This is an optimization exercise on Yosys and OpenROAD, whose aim is small area, not a production implementation.
The RTL was checked by simulation tests, not by an equivalence proof against the original design.
Power figures rest on the tool's default switching activity, not on a simulated workload.

==> flow/design.v (excerpt) <==
module ctl_decim (
    input  wire         clk,
    input  wire         rst,
    input  wire [7:0]   bs_in,
    input  wire         cfg_we,
    input  wire [2:0]   cfg_ch,
    input  wire [1:0]   cfg_sel,
    input  wire [17:0]  cfg_wdata,
    output wire [7:0]   out_valid,
    output wire [191:0] out_data,
    output reg          cfg_err
);
Size in the first run: ~9800 cells after synthesis, roughly 1200 flip-flops, ~83000 um^2 of cells after synthesis.
clock: 12.0 ns
lec_check: 0
cap_margin: 20
core_margin: 2
core_utilization: 55
cts_buf_list: sky130_fd_sc_hd__clkbuf_16
cts_cluster_diameter: 100
cts_cluster_size: 30
slew_margin: 20
run.sh (not shown) runs the stock make flow with config.mk's settings and CLKGATE_MAP_FILE= SYNTH_SCRIPT=/design/flow/synth_recipe.tcl, a recipe that flattens the netlist after the stock synthesis.
The starting point completed without violations.
Rerun with:
==> flow/flow/run.sh (new file) <==
#!/bin/bash
set -o pipefail
export BUFFER_PORTS_ARGS="-buffer_cell sky130_fd_sc_hd__buf_1"
bash standard.sh > standard.log 2>&1
==> flow/standard.sh (new file) <==
#!/bin/bash
# synth_recipe.tcl (not shown) runs the flow's synth.tcl, then flattens the netlist and writes it again
# the make line also repeats each setting of config.mk as NAME=value (left out here)
make -C /OpenROAD-flow-scripts/flow DESIGN_CONFIG=/design/flow/config.mk WORK_HOME=/design/flow/orfs CLKGATE_MAP_FILE= SYNTH_SCRIPT=/design/flow/synth_recipe.tcl "${@:-finish}"
removed: flow/run.sh
Critical path depth stays the same.
Global-route usage grows by 0.15 points.
Final cell count is about the same.
Total power shrinks by about 11%.
Core utilization shrinks by 1.0 points.
Non-clock buffer count shrinks by 10.
Design area shrinks by 1.8%.
Sequential share of layout area grows by 0.51 points.

---

== job 5143 ==
ctl_decim, a different RTL version from the one above (not shown whole).
Size: ~9700 cells after synthesis, roughly 1200 flip-flops, about 240 I/O pins, about 83000 sq um of cells after synthesis.
// ctl_decim
module ctl_decim (
    input  wire         clk,
    input  wire         rst,
    input  wire [7:0]   bs_in,
    input  wire         cfg_we,
    input  wire [2:0]   cfg_ch,
    input  wire [1:0]   cfg_sel,
    input  wire [17:0]  cfg_wdata,
    output wire [7:0]   out_valid,
    output wire [191:0] out_data,
    output reg          cfg_err
);
    reg  [7:0]   en;
    reg  [15:0]  cord;           
    reg  [15:0]  cosr;           
    reg  [15:0]  boff;           
    reg  [55:0]  hist;           
    reg  [1:0]   ph;             
    wire       w_en   = en[cfg_ch];
    wire [1:0] w_cord = cord[2*cfg_ch +: 2];
    wire [1:0] w_cosr = cosr[2*cfg_ch +: 2];
    wire refuse = cfg_we && w_en && ((cfg_sel != 2'd0) || (cfg_wdata[4:1] != {w_cosr, w_cord}));
    wire take   = cfg_we && !refuse;
    always @(posedge clk) begin
        if (rst) begin
            cfg_err <= 1'b0;
            ph      <= 2'd0;
        end else begin
            cfg_err <= refuse;
            ph      <= ph + 2'd1;
        end
    end
    genvar c;
    generate
        for (c = 0; c < 8; c = c + 1) begin : g_ch
            wire wr = take && (cfg_ch == c);
            always @(posedge clk) begin
                hist[7*c +: 7] <= {hist[7*c +: 6], bs_in[c]};
                if (rst)
                    en[c] <= 1'b0;
                else if (wr && (cfg_sel == 2'd0))
                    en[c] <= cfg_wdata[0];
                if (wr && (cfg_sel == 2'd0) && !en[c]) begin
                    cord[2*c +: 2] <= cfg_wdata[2:1];
                    cosr[2*c +: 2] <= cfg_wdata[4:3];
                    boff[2*c +: 2] <= (c % 4) - ph - 2'd1;
                end
            end
        end
    endgenerate
    wire [17:0] ld_c18 = rst ? 18'd0 : cfg_wdata[17:0];
    wire [15:0] ld_g16 = rst ? 16'd4096 : cfg_wdata[15:0];
    genvar l;
    generate
  ...
clock: 12.0 ns
lec_check: 0
cap_margin: 20
core_margin: 2
core_utilization: 65
cts_buf_list: sky130_fd_sc_hd__clkbuf_16
cts_cluster_diameter: 100
cts_cluster_size: 30
slew_margin: 20
standard.sh (not shown) runs the stock make flow with config.mk's settings and CLKGATE_MAP_FILE= SYNTH_SCRIPT=/design/flow/synth_recipe.tcl, a recipe that flattens the netlist after the stock synthesis.
==> flow/flow/run.sh <==
#!/bin/bash
set -o pipefail
export BUFFER_PORTS_ARGS="-buffer_cell sky130_fd_sc_hd__buf_1"
bash standard.sh > standard.log 2>&1
In summary, job 5143 completed successfully, with a layout that passed the timing, DRC and antenna checks.
--- input diff job 5143..job 2668 ---
--- a/flow/config.mk
+++ b/flow/config.mk
@@ -9,3 +9,3 @@
 export CORE_MARGIN = 2
-export CORE_UTILIZATION = 65
+export CORE_UTILIZATION = 55
 export CTS_BUF_LIST = sky130_fd_sc_hd__clkbuf_16
==> comparison <==
Job 2668 ran to completion and came out clean on the timing, DRC and antenna checks.
In the flow results for job 2668 and job 5143, the number of inserted diodes is smaller on job 5143.
Job 5143 -> job 2668: floorplan die width increased by a little under 10%
Job 2668 ends up with higher number of non-clock buffers in the layout than job 5143 does.
Relative to job 5143, final worst-path cycle share decreased by 0.64 points in job 2668.
Between job 2668 and job 5143, the initial antenna violation count is higher for job 2668.
On number of clock-tree buffers in the layout: between job 2668 and job 5143, it ends up lower for job 5143.
Job 2668 gives more worst-case clock skew than job 5143 did.

## what the ideal ports hide
The flow's constraints put no driver on any port. The routed layouts listed below were extracted and timed again, unchanged, in two steps.
Step 1 assumes that a clkbuf_16 drives the clock port and a buf_2 every other input.
Step 2 also shifts input and output timing later by t, the mid clock arrival at the registers, as if the neighbouring blocks saw the same clock.
Three values: ideal ports, drivers, drivers and shift; two values: the first two.
run | shift t [ns] | setup slack, ns | cell pins on the clock port's net
the first run of note 1 | 0.772 | 0.611 / 0.535 / 1.306 | 1
the second run of note 1 | 0.774 | 0.992 / 0.905 / 1.576 | 1
job 5143 | 0.783 | 1.032 / 0.946 / 1.537 | 1
job 2668 | 0.787 | 1.110 / 1.019 / 1.806 | 1
After both steps setup and hold are still met in every run listed.
